From an optimization exercise on the open Yosys and OpenROAD flow, aimed at small area and a short achievable clock period; shortcuts taken in it are not production practice. The RTL was checked by simulation tests, not by an equivalence proof against the original design.

==> inputs of run a <==
Design lmk_crc, start of the top module:
module lmk_crc (
    input  wire        clk,
    input  wire        rst,         
    input  wire        wr_valid,
    input  wire [2:0]  wr_sel,      
    input  wire [2:0]  wr_size,     
    input  wire [63:0] wr_data,
    output wire [31:0] ctl_rd,
    output wire [31:0] run_lo,
    output wire [31:0] run_hi
);
Settings: LEC_CHECK=0, CAP_MARGIN=20, CORE_MARGIN=10, CORE_UTILIZATION=70, SLEW_MARGIN=20; clock period 30.0 ns.
standard.sh (not shown) runs the stock make flow with config.mk's settings and CLKGATE_MAP_FILE= SYNTH_SCRIPT=/design/flow/synth_recipe.tcl, a recipe that flattens the netlist after the stock synthesis.
==> flow/flow/run.sh <==
#!/bin/bash
# Own layout flow: the standard ORFS flow (standard.sh, unchanged synthesis
# script synth_recipe.tcl) with three changes:
#  - ABC maps for area (flow/abc_area.script in place of ORFS's abc_speed.script);
#  - the resizer's timing repair aims for flow/setup_margin ns of setup slack,
#    so it sizes up the longest paths (the clock period and SDC are unchanged);
#  - every port still gets a buffer, but a sky130_fd_sc_hd__buf_2 rather than
#    the delay cell buffer_ports picks by default.
# Every tool's log stays under orfs/logs; make's own output goes to flow_make.log.
set -euo pipefail
here=$(pwd)
rm -rf scripts_mod
cp -r "$FLOW_HOME/scripts" scripts_mod
cp flow/abc_area.script scripts_mod/abc_speed.script
margin=$(cat flow/setup_margin 2>/dev/null || echo 19)
bash standard.sh SCRIPTS_DIR="$here/scripts_mod" SETUP_SLACK_MARGIN="$margin" \
    "BUFFER_PORTS_ARGS=-buffer_cell sky130_fd_sc_hd__buf_2" finish > flow_make.log 2>&1
==> flow/flow/abc_area.script <==
strash
dch
map -a
topo
dnsize
==> flow/flow/setup_margin <==
19
==> run b (differences from run a) <==
--- a/flow/design.v
+++ b/flow/design.v
@@ -606,21 +606,20 @@
     wire [7:0] t_db = therm(m_db);
     wire [7:0] t_fb = therm(m_fb);
     wire       size8  = (wr_size == 3'd7);
     wire       s_fold = (wr_sel == 3'd3);
     wire       s_data = (wr_sel == 3'd4);
     wire       s_port = (wr_sel == 3'd5);
     wire       proc   = (s_fold & size8) | s_data | s_port;
     wire [2:0] m_db4  = (!size8 && m_db[2]) ? 3'd3 : m_db;
-    wire [2:0] m      = s_fold ? m_fb : s_data ? m_db4 : wr_size;    
+    wire [2:0] m      = !wr_sel[2] ? m_fb : wr_sel[0] ? wr_size : m_db4;    
     wire [7:0] t_port = therm(wr_size);
-    wire [7:0] bmask  = ({8{s_fold}} & t_fb) |
-                        ({8{s_data}} & t_db & {{4{size8}}, 4'hF}) |
-                        ({8{s_port}} & t_port);
+    wire [7:0] t_dacc = t_db & {{4{size8}}, 4'hF};
+    wire [7:0] bmask  = !wr_sel[2] ? t_fb : wr_sel[0] ? t_port : t_dacc;
     reg [63:0] dx;
     integer b, t;
     always @(*) begin
         for (b = 0; b < 8; b = b + 1)
             for (t = 0; t < 8; t = t + 1)
                 dx[8*b+t] = (b == 0 || bmask[b]) & (a1 ? wr_data[8*b+7-t] : wr_data[8*b+t]);
     end
     wire [63:0] x0 = {a0 ? 32'd0 : s[63:32], s[31:0]} ^ dx;
@@ -631,16 +630,17 @@
     wire       flip    = a1 ^ (new_alg == 2'd1);
     always @(posedge clk) begin
         if (rst) begin
             alg        <= 2'd0;
             data_bytes <= 4'd4;
             fold_bytes <= 4'd8;
             y          <= 64'h0000_0000_FFFF_FFFF;
             p          <= 0;
+            hi_held    <= 32'd0;
             hi_pending <= 1'b0;
         end else if (wr_valid) begin
             case (wr_sel)
                 3'd0: begin
                     alg        <= new_alg;
                     data_bytes <= wr_data[7:4];
                     fold_bytes <= wr_data[11:8];
                     p          <= 0;
@@ -659,24 +659,23 @@
                         y <= size8 ? {rev32(wr_data[31:0]), rev32(wr_data[63:32])}
                                    : {rev32(wr_data[31:0]), hi_pending ? rev32(hi_held) : s[31:0]};
                     else
                         y <= size8 ? wr_data : {hi_pending ? hi_held : s[63:32], wr_data[31:0]};
                     p          <= 0;
                     hi_pending <= 1'b0;
                 end
                 3'd2: begin
-                    if (!a0)
+                    if (!a0) begin
+                        hi_held    <= wr_data[31:0];
                         hi_pending <= 1'b1;
+                    end
                 end
                 default: begin
                     if (proc) begin
                         y <= xn;
                         p <= {m[1], m[0]};
                     end
                 end
             endcase
         end
     end
-    always @(posedge clk)
-        if (!rst && wr_valid && wr_sel == 3'd2 && !a0)
-            hi_held <= wr_data[31:0];
 endmodule
==> flow/flow/setup_margin (replaced) <==
19.5
==> flow/config.mk (replaced) <==
export PLATFORM = sky130hd
export DESIGN_NAME = lmk_crc
export DESIGN_NICKNAME = lmk_crc
export VERILOG_FILES = /design/flow/design.v
export SDC_FILE = /design/flow/constraint.sdc
export NUM_CORES = 4
export LEC_CHECK = 0
export CAP_MARGIN = 20
export CORE_MARGIN = 10
export CORE_UTILIZATION = 50
export SLEW_MARGIN = 20
==> run c (differences from run a) <==
--- a/flow/design.v
+++ b/flow/design.v
@@ -606,21 +606,20 @@
     wire [7:0] t_db = therm(m_db);
     wire [7:0] t_fb = therm(m_fb);
     wire       size8  = (wr_size == 3'd7);
     wire       s_fold = (wr_sel == 3'd3);
     wire       s_data = (wr_sel == 3'd4);
     wire       s_port = (wr_sel == 3'd5);
     wire       proc   = (s_fold & size8) | s_data | s_port;
     wire [2:0] m_db4  = (!size8 && m_db[2]) ? 3'd3 : m_db;
-    wire [2:0] m      = s_fold ? m_fb : s_data ? m_db4 : wr_size;    
+    wire [2:0] m      = !wr_sel[2] ? m_fb : wr_sel[0] ? wr_size : m_db4;    
     wire [7:0] t_port = therm(wr_size);
-    wire [7:0] bmask  = ({8{s_fold}} & t_fb) |
-                        ({8{s_data}} & t_db & {{4{size8}}, 4'hF}) |
-                        ({8{s_port}} & t_port);
+    wire [7:0] t_dacc = t_db & {{4{size8}}, 4'hF};
+    wire [7:0] bmask  = !wr_sel[2] ? t_fb : wr_sel[0] ? t_port : t_dacc;
     reg [63:0] dx;
     integer b, t;
     always @(*) begin
         for (b = 0; b < 8; b = b + 1)
             for (t = 0; t < 8; t = t + 1)
                 dx[8*b+t] = (b == 0 || bmask[b]) & (a1 ? wr_data[8*b+7-t] : wr_data[8*b+t]);
     end
     wire [63:0] x0 = {a0 ? 32'd0 : s[63:32], s[31:0]} ^ dx;
@@ -631,16 +630,17 @@
     wire       flip    = a1 ^ (new_alg == 2'd1);
     always @(posedge clk) begin
         if (rst) begin
             alg        <= 2'd0;
             data_bytes <= 4'd4;
             fold_bytes <= 4'd8;
             y          <= 64'h0000_0000_FFFF_FFFF;
             p          <= 0;
+            hi_held    <= 32'd0;
             hi_pending <= 1'b0;
         end else if (wr_valid) begin
             case (wr_sel)
                 3'd0: begin
                     alg        <= new_alg;
                     data_bytes <= wr_data[7:4];
                     fold_bytes <= wr_data[11:8];
                     p          <= 0;
@@ -659,24 +659,23 @@
                         y <= size8 ? {rev32(wr_data[31:0]), rev32(wr_data[63:32])}
                                    : {rev32(wr_data[31:0]), hi_pending ? rev32(hi_held) : s[31:0]};
                     else
                         y <= size8 ? wr_data : {hi_pending ? hi_held : s[63:32], wr_data[31:0]};
                     p          <= 0;
                     hi_pending <= 1'b0;
                 end
                 3'd2: begin
-                    if (!a0)
+                    if (!a0) begin
+                        hi_held    <= wr_data[31:0];
                         hi_pending <= 1'b1;
+                    end
                 end
                 default: begin
                     if (proc) begin
                         y <= xn;
                         p <= {m[1], m[0]};
                     end
                 end
             endcase
         end
     end
-    always @(posedge clk)
-        if (!rst && wr_valid && wr_sel == 3'd2 && !a0)
-            hi_held <= wr_data[31:0];
 endmodule
==> flow/config.mk (replaced) <==
export PLATFORM = sky130hd
export DESIGN_NAME = lmk_crc
export DESIGN_NICKNAME = lmk_crc
export VERILOG_FILES = /design/flow/design.v
export SDC_FILE = /design/flow/constraint.sdc
export NUM_CORES = 4
export LEC_CHECK = 0
export CAP_MARGIN = 20
export CORE_MARGIN = 10
export CORE_UTILIZATION = 50
export SLEW_MARGIN = 20
==> run d (differences from run a) <==
--- a/flow/design.v
+++ b/flow/design.v
@@ -606,21 +606,20 @@
     wire [7:0] t_db = therm(m_db);
     wire [7:0] t_fb = therm(m_fb);
     wire       size8  = (wr_size == 3'd7);
     wire       s_fold = (wr_sel == 3'd3);
     wire       s_data = (wr_sel == 3'd4);
     wire       s_port = (wr_sel == 3'd5);
     wire       proc   = (s_fold & size8) | s_data | s_port;
     wire [2:0] m_db4  = (!size8 && m_db[2]) ? 3'd3 : m_db;
-    wire [2:0] m      = s_fold ? m_fb : s_data ? m_db4 : wr_size;    
+    wire [2:0] m      = !wr_sel[2] ? m_fb : wr_sel[0] ? wr_size : m_db4;    
     wire [7:0] t_port = therm(wr_size);
-    wire [7:0] bmask  = ({8{s_fold}} & t_fb) |
-                        ({8{s_data}} & t_db & {{4{size8}}, 4'hF}) |
-                        ({8{s_port}} & t_port);
+    wire [7:0] t_dacc = t_db & {{4{size8}}, 4'hF};
+    wire [7:0] bmask  = !wr_sel[2] ? t_fb : wr_sel[0] ? t_port : t_dacc;
     reg [63:0] dx;
     integer b, t;
     always @(*) begin
         for (b = 0; b < 8; b = b + 1)
             for (t = 0; t < 8; t = t + 1)
                 dx[8*b+t] = (b == 0 || bmask[b]) & (a1 ? wr_data[8*b+7-t] : wr_data[8*b+t]);
     end
     wire [63:0] x0 = {a0 ? 32'd0 : s[63:32], s[31:0]} ^ dx;
@@ -631,16 +630,17 @@
     wire       flip    = a1 ^ (new_alg == 2'd1);
     always @(posedge clk) begin
         if (rst) begin
             alg        <= 2'd0;
             data_bytes <= 4'd4;
             fold_bytes <= 4'd8;
             y          <= 64'h0000_0000_FFFF_FFFF;
             p          <= 0;
+            hi_held    <= 32'd0;
             hi_pending <= 1'b0;
         end else if (wr_valid) begin
             case (wr_sel)
                 3'd0: begin
                     alg        <= new_alg;
                     data_bytes <= wr_data[7:4];
                     fold_bytes <= wr_data[11:8];
                     p          <= 0;
@@ -659,24 +659,23 @@
                         y <= size8 ? {rev32(wr_data[31:0]), rev32(wr_data[63:32])}
                                    : {rev32(wr_data[31:0]), hi_pending ? rev32(hi_held) : s[31:0]};
                     else
                         y <= size8 ? wr_data : {hi_pending ? hi_held : s[63:32], wr_data[31:0]};
                     p          <= 0;
                     hi_pending <= 1'b0;
                 end
                 3'd2: begin
-                    if (!a0)
+                    if (!a0) begin
+                        hi_held    <= wr_data[31:0];
                         hi_pending <= 1'b1;
+                    end
                 end
                 default: begin
                     if (proc) begin
                         y <= xn;
                         p <= {m[1], m[0]};
                     end
                 end
             endcase
         end
     end
-    always @(posedge clk)
-        if (!rst && wr_valid && wr_sel == 3'd2 && !a0)
-            hi_held <= wr_data[31:0];
 endmodule
==> flow/config.mk (replaced) <==
export PLATFORM = sky130hd
export DESIGN_NAME = lmk_crc
export DESIGN_NICKNAME = lmk_crc
export VERILOG_FILES = /design/flow/design.v
export SDC_FILE = /design/flow/constraint.sdc
export NUM_CORES = 4
export LEC_CHECK = 0
export CAP_MARGIN = 20
export CORE_MARGIN = 10
export CORE_UTILIZATION = 40
export SLEW_MARGIN = 20
==> key figures <==
Yosys
  • Synth Area in Simple Gates: 20.37%
  • Distinct cells, synth: 40
  • Post-synth top cells: 768 x nand2_1, 768 x xor2_1, 565 x o21ai_0, 458 x a21oi_1, 367 x nor2_1
  • Mapped Area: 23950 sq um
  • Xor/xnor share of the synthesized area: 37.16%
  • Synth Area in Compound Gates: 27.40%
  • Synth top area share: 28.09%

Placement
  • Dpl hpwl: 118200 microns

Global routing
  • GR met3 Demand/Resource: 12.05%
  • Met2 Track Usage GR: 60.17%

Run status
  • Status: finished clean
-- figures above: run d

==> key figures <==
Yosys
  • Synth top area share: 28.09%
  • Xor/xnor share of the synthesized area: 37.16%
  • Mapped Area: 23950 sq um
  • Distinct cells, synth: 40
  • Synth Area in Compound Gates: 27.40%
  • Post-synth top cells: 768 x nand2_1, 768 x xor2_1, 565 x o21ai_0, 458 x a21oi_1, 367 x nor2_1

Global routing
  • Met2 Track Usage GR: 68.76%
  • Vias in the first global route: 27587
  • GR met3 Demand/Resource: 22.81%

Worst setup path
  • Critical Path End: y[15]$_SDFFE_PP1P_

Run status
  • Status: finished clean

Cells and area
  • Area grow syn2layout: 18.36%

Placement
  • Dpl hpwl: 111700 microns
-- figures above: run c

==> key figures <==
Run status
  • Status: failed layout checks
  • Fail Reasons: max-capacitance violations, max-slew violations

Global routing
  • Met2 Track Usage GR: 68.99%
  • GR met3 Demand/Resource: 24.09%

Yosys
  • Synth Area in Simple Gates: 20.37%
  • Synth Area in Compound Gates: 27.40%
  • Post-synth top cells: 768 x nand2_1, 768 x xor2_1, 565 x o21ai_0, 458 x a21oi_1, 367 x nor2_1
  • Xor/xnor share of the synthesized area: 37.16%
  • Distinct cells, synth: 40
  • Mapped Area: 23950 sq um

Route
  • Drt first-iter violations: 7067

Job
  • Maxcap violations: 2

Timing
  • Slew Viols, Final: 6

Placement
  • Dpl hpwl: 110600 microns
-- figures above: run b

==> key figures <==
Yosys
  • Synth top area share: 28.05%
  • Mapped Area: 23920 sq um
  • Synth Area in Compound Gates: 26.41%
  • Xor/xnor share of the synthesized area: 37.98%
  • Mux cell area share after synthesis: 0.08894%
  • Distinct cells, synth: 39
  • Synth Area in Simple Gates: 19.23%

Global routing
  • Met2 Track Usage GR: 87.27%
  • GR met3 Demand/Resource: 62.06%

Run status
  • Status: did not finish
  • Log Error: [ERROR GRT-0232] Routing congestion too high. Check the congestion heatmap in the GUI.
  • Stage reached: global routing (5_1_grt)

Placement
  • Dpl hpwl: 94330 microns

Clock tree
  • CTS max path bufs: 2
-- figures above: run a

## port drivers added, routing unchanged
Ports are ideal in the flow. The routed layouts listed here were re-timed in OpenROAD.
Step 1 assumes that a clkbuf_16 drives the clock port and a buf_2 every other input.
Step 2 adds t to the input delays and takes it off the output delays; t is the mean of the earliest and latest rising clock arrival at the registers after step 1. Input paths then give back, and output paths get back, about the clock's delay inside the block.
Three values: ideal, step 1, step 2; two values: the first two.
run | t, ns | setup slack, ns | latest minus earliest clock arrival (ns)
run b | 0.469 | 19.290 / 19.234 / 19.038 | 0.018 / 0.018
run c | 0.465 | 18.938 / 18.973 / 18.508 | 0.032 / 0.032
run d | 0.468 | 18.945 / 18.979 / 18.511 | 0.018 / 0.018
The setup slack of run d, which loses most, moves by +0.034 ns with the drivers and by -0.434 ns with both steps.
